Context: an optimization exercise on an open-source flow, tuned for small area, a short achievable clock period and few clock cycles per item. The choices shown serve that exercise and are no tape-out recipe. At most, simulation tests tie the RTL to the original design; equivalence was not proved.

==> module aes128_enc, before the edit <==
module aes128_enc (
    input  wire         clk,
    input  wire         rst,       
    input  wire         start,
    input  wire [127:0] key,
    input  wire [127:0] block,
    output reg          done,
    output wire [127:0] result
);
    reg [127:0] state;
    reg [127:0] kregn;
    reg [3:0]   cnt;      
    reg         idle;
    reg [7:0] rc;
    always @* begin
        if (idle)
            rc = 8'h01;
        else
            case (cnt)
                4'd1: rc = 8'h02;
                4'd2: rc = 8'h04;
                4'd3: rc = 8'h08;
                4'd4: rc = 8'h10;
                4'd5: rc = 8'h20;
                4'd6: rc = 8'h40;
                4'd7: rc = 8'h80;
                4'd8: rc = 8'h1b;
                default: rc = 8'h36;
            endcase
    end
    wire [127:0] sr;
    genvar i, c, r;
    generate
        for (c = 0; c < 4; c = c + 1) begin : g_col
            for (r = 0; r < 4; r = r + 1) begin : g_row
                assign sr[127-8*(r+4*c) -: 8] = state[127-8*(r+4*((c+r)%4)) -: 8];
            end
        end
    endgenerate
    wire [127:0] mcn;
    generate
        for (c = 0; c < 4; c = c + 1) begin : g_mc
            aes_mixcol_n u_mc (.c(sr[127-32*c -: 32]), .mn(mcn[127-32*c -: 32]));
        end
    endgenerate
    wire [127:0] din, kin, sbin, nstate;
    generate
        for (i = 0; i < 128; i = i + 1) begin : g_ark
            g_muxh u_d (.s(idle), .a(mcn[i]), .b(block[i]), .y(din[i]));
            g_muxh u_k (.s(idle), .a(kregn[i]), .b(key[i]), .y(kin[i]));
            g_xor2 u_x (.a(din[i]), .b(kin[i]), .y(sbin[i]));
        end
        for (i = 0; i < 16; i = i + 1) begin : g_sub
            aes_sbox u_sb (.a(sbin[127-8*i -: 8]), .y(nstate[127-8*i -: 8]));
        end
    endgenerate
    wire [31:0] w0 = kin[127:96], w1 = kin[95:64], w2 = kin[63:32], w3 = kin[31:0];
    wire [31:0] sub;
    aes_sbox ks0 (.a(w3[23:16]), .y(sub[31:24]));
    aes_sbox ks1 (.a(w3[15:8]),  .y(sub[23:16]));
    aes_sbox ks2 (.a(w3[7:0]),   .y(sub[15:8]));
    aes_sbox ks3 (.a(w3[31:24]), .y(sub[7:0]));
    wire [31:0] w0r;
    wire [31:0] a01, a012, a0123, n0n, n1n, n2n, n3n;
    assign w0r[23:0] = w0[23:0];
    generate
        for (i = 0; i < 8; i = i + 1) begin : g_rc
            g_xor2 u_rc (.a(w0[24+i]), .b(rc[i]), .y(w0r[24+i]));
        end
        for (i = 0; i < 32; i = i + 1) begin : g_ks
            g_xor2  u_a01 (.a(w0r[i]), .b(w1[i]), .y(a01[i]));
            g_xor2  u_a23 (.a(w2[i]), .b(w3[i]), .y(a0123[i]));
            assign a012[i] = 1'b0;
            g_xnor2 u_n0 (.a(w0r[i]), .b(sub[i]), .y(n0n[i]));
            g_xnor2 u_n1 (.a(a01[i]), .b(sub[i]), .y(n1n[i]));
            g_xor2  u_n2 (.a(w2[i]), .b(n1n[i]), .y(n2n[i]));
            g_xor2  u_n3 (.a(a0123[i]), .b(n1n[i]), .y(n3n[i]));
        end
    endgenerate
    generate
        for (i = 0; i < 128; i = i + 1) begin : g_out
            g_xnor2 u_o (.a(sr[i]), .b(kregn[i]), .y(result[i]));
        end
    endgenerate
    always @(posedge clk) begin
        state <= nstate;
        kregn <= {n0n, n1n, n2n, n3n};
    end
    always @(posedge clk) begin
        if (rst) begin
            cnt  <= 4'd0;
            idle <= 1'b1;
            done <= 1'b0;
        end else begin
            done <= !idle && cnt == 4'd9;
            if (start && idle) begin
                cnt  <= 4'd1;
                idle <= 1'b0;
            end else if (!idle) begin
                cnt <= cnt + 4'd1;
                if (cnt == 4'd9)
                    idle <= 1'b1;
            end
        end
    end
endmodule
clock: 10.0 ns
lec_check: 0
cap_margin: 20
core_margin: 2
core_utilization: 70
cts_buf_list: sky130_fd_sc_hd__clkbuf_8
cts_cluster_diameter: 60
cts_cluster_size: 16
setup_slack_margin: 3.0
slew_margin: 20
synth_hierarchical: 1
standard.sh (not shown) runs the stock make flow with config.mk's settings and CLKGATE_MAP_FILE= SYNTH_SCRIPT=/design/flow/synth_recipe.tcl, a recipe that flattens the netlist after the stock synthesis.
==> flow/flow/run.sh <==
#!/bin/bash
# The standard layout, with the smallest buffer on the ports.
set -euo pipefail
bash standard.sh BUFFER_PORTS_ARGS="-buffer_cell sky130_fd_sc_hd__buf_1" finish > standard.log 2>&1
The baseline ran to the end with no violations.
Edit:
--- a/flow/design.v
+++ b/flow/design.v
@@ -252,12 +252,12 @@
         end
         for (i = 0; i < 32; i = i + 1) begin : g_ks
             g_xor2  u_a01 (.a(w0r[i]), .b(w1[i]), .y(a01[i]));
-            g_xor2  u_a23 (.a(w2[i]), .b(w3[i]), .y(a0123[i]));
-            assign a012[i] = 1'b0;
+            g_xor2  u_a012 (.a(a01[i]), .b(w2[i]), .y(a012[i]));
+            g_xor2  u_a0123 (.a(a012[i]), .b(w3[i]), .y(a0123[i]));
             g_xnor2 u_n0 (.a(w0r[i]), .b(sub[i]), .y(n0n[i]));
             g_xnor2 u_n1 (.a(a01[i]), .b(sub[i]), .y(n1n[i]));
-            g_xor2  u_n2 (.a(w2[i]), .b(n1n[i]), .y(n2n[i]));
-            g_xor2  u_n3 (.a(a0123[i]), .b(n1n[i]), .y(n3n[i]));
+            g_xnor2 u_n2 (.a(a012[i]), .b(sub[i]), .y(n2n[i]));
+            g_xnor2 u_n3 (.a(a0123[i]), .b(sub[i]), .y(n3n[i]));
         end
     endgenerate
     generate
Routed wire length fell by 0.57%. Critical path depth is unchanged. Worst hold slack is worse by 0.040 ns. Worst setup slack is worse by 0.051 ns. Final cell count rose by 0.95%. Cell area stays flat. Clock skew rose by 0.022 ns. Global-route usage hardly moves. Register-to-register slack is better by 0.05 ns. Synthesized area rose by 0.78%.
Testbench counts after the change, summed over its fixed seeds: cycles 5,128, blocks 512.
Function not checked in the first run of this note: the RTL went through the layout flow alone.

## what the ideal ports hide
The flow's constraints put no driver on any port. The routed layouts listed below were extracted and timed again, unchanged, in two steps.
Step 1, drivers: a clkbuf_16 drives clk and a buf_2 each remaining input, both assumed.
Step 2 adds t to the input delays and takes it off the output delays; t is the mean of the earliest and latest rising clock arrival at the registers after step 1. Input paths then give back, and output paths get back, about the clock's delay inside the block.
a / b / c = ideal / step 1 / step 2; a / b = the first two.
run | t (ns) | slack for setup (ns) | latest minus earliest clock arrival (ns)
the first run | 0.734 | 3.230 / 3.262 / 2.528 | 0.045 / 0.044
the second run | 0.680 | 3.178 / 3.210 / 2.530 | 0.063 / 0.063
After both steps every run listed still meets setup and hold. For the first run, which loses most, drivers alone change the setup slack by +0.032 ns; drivers and shift together by -0.702 ns.
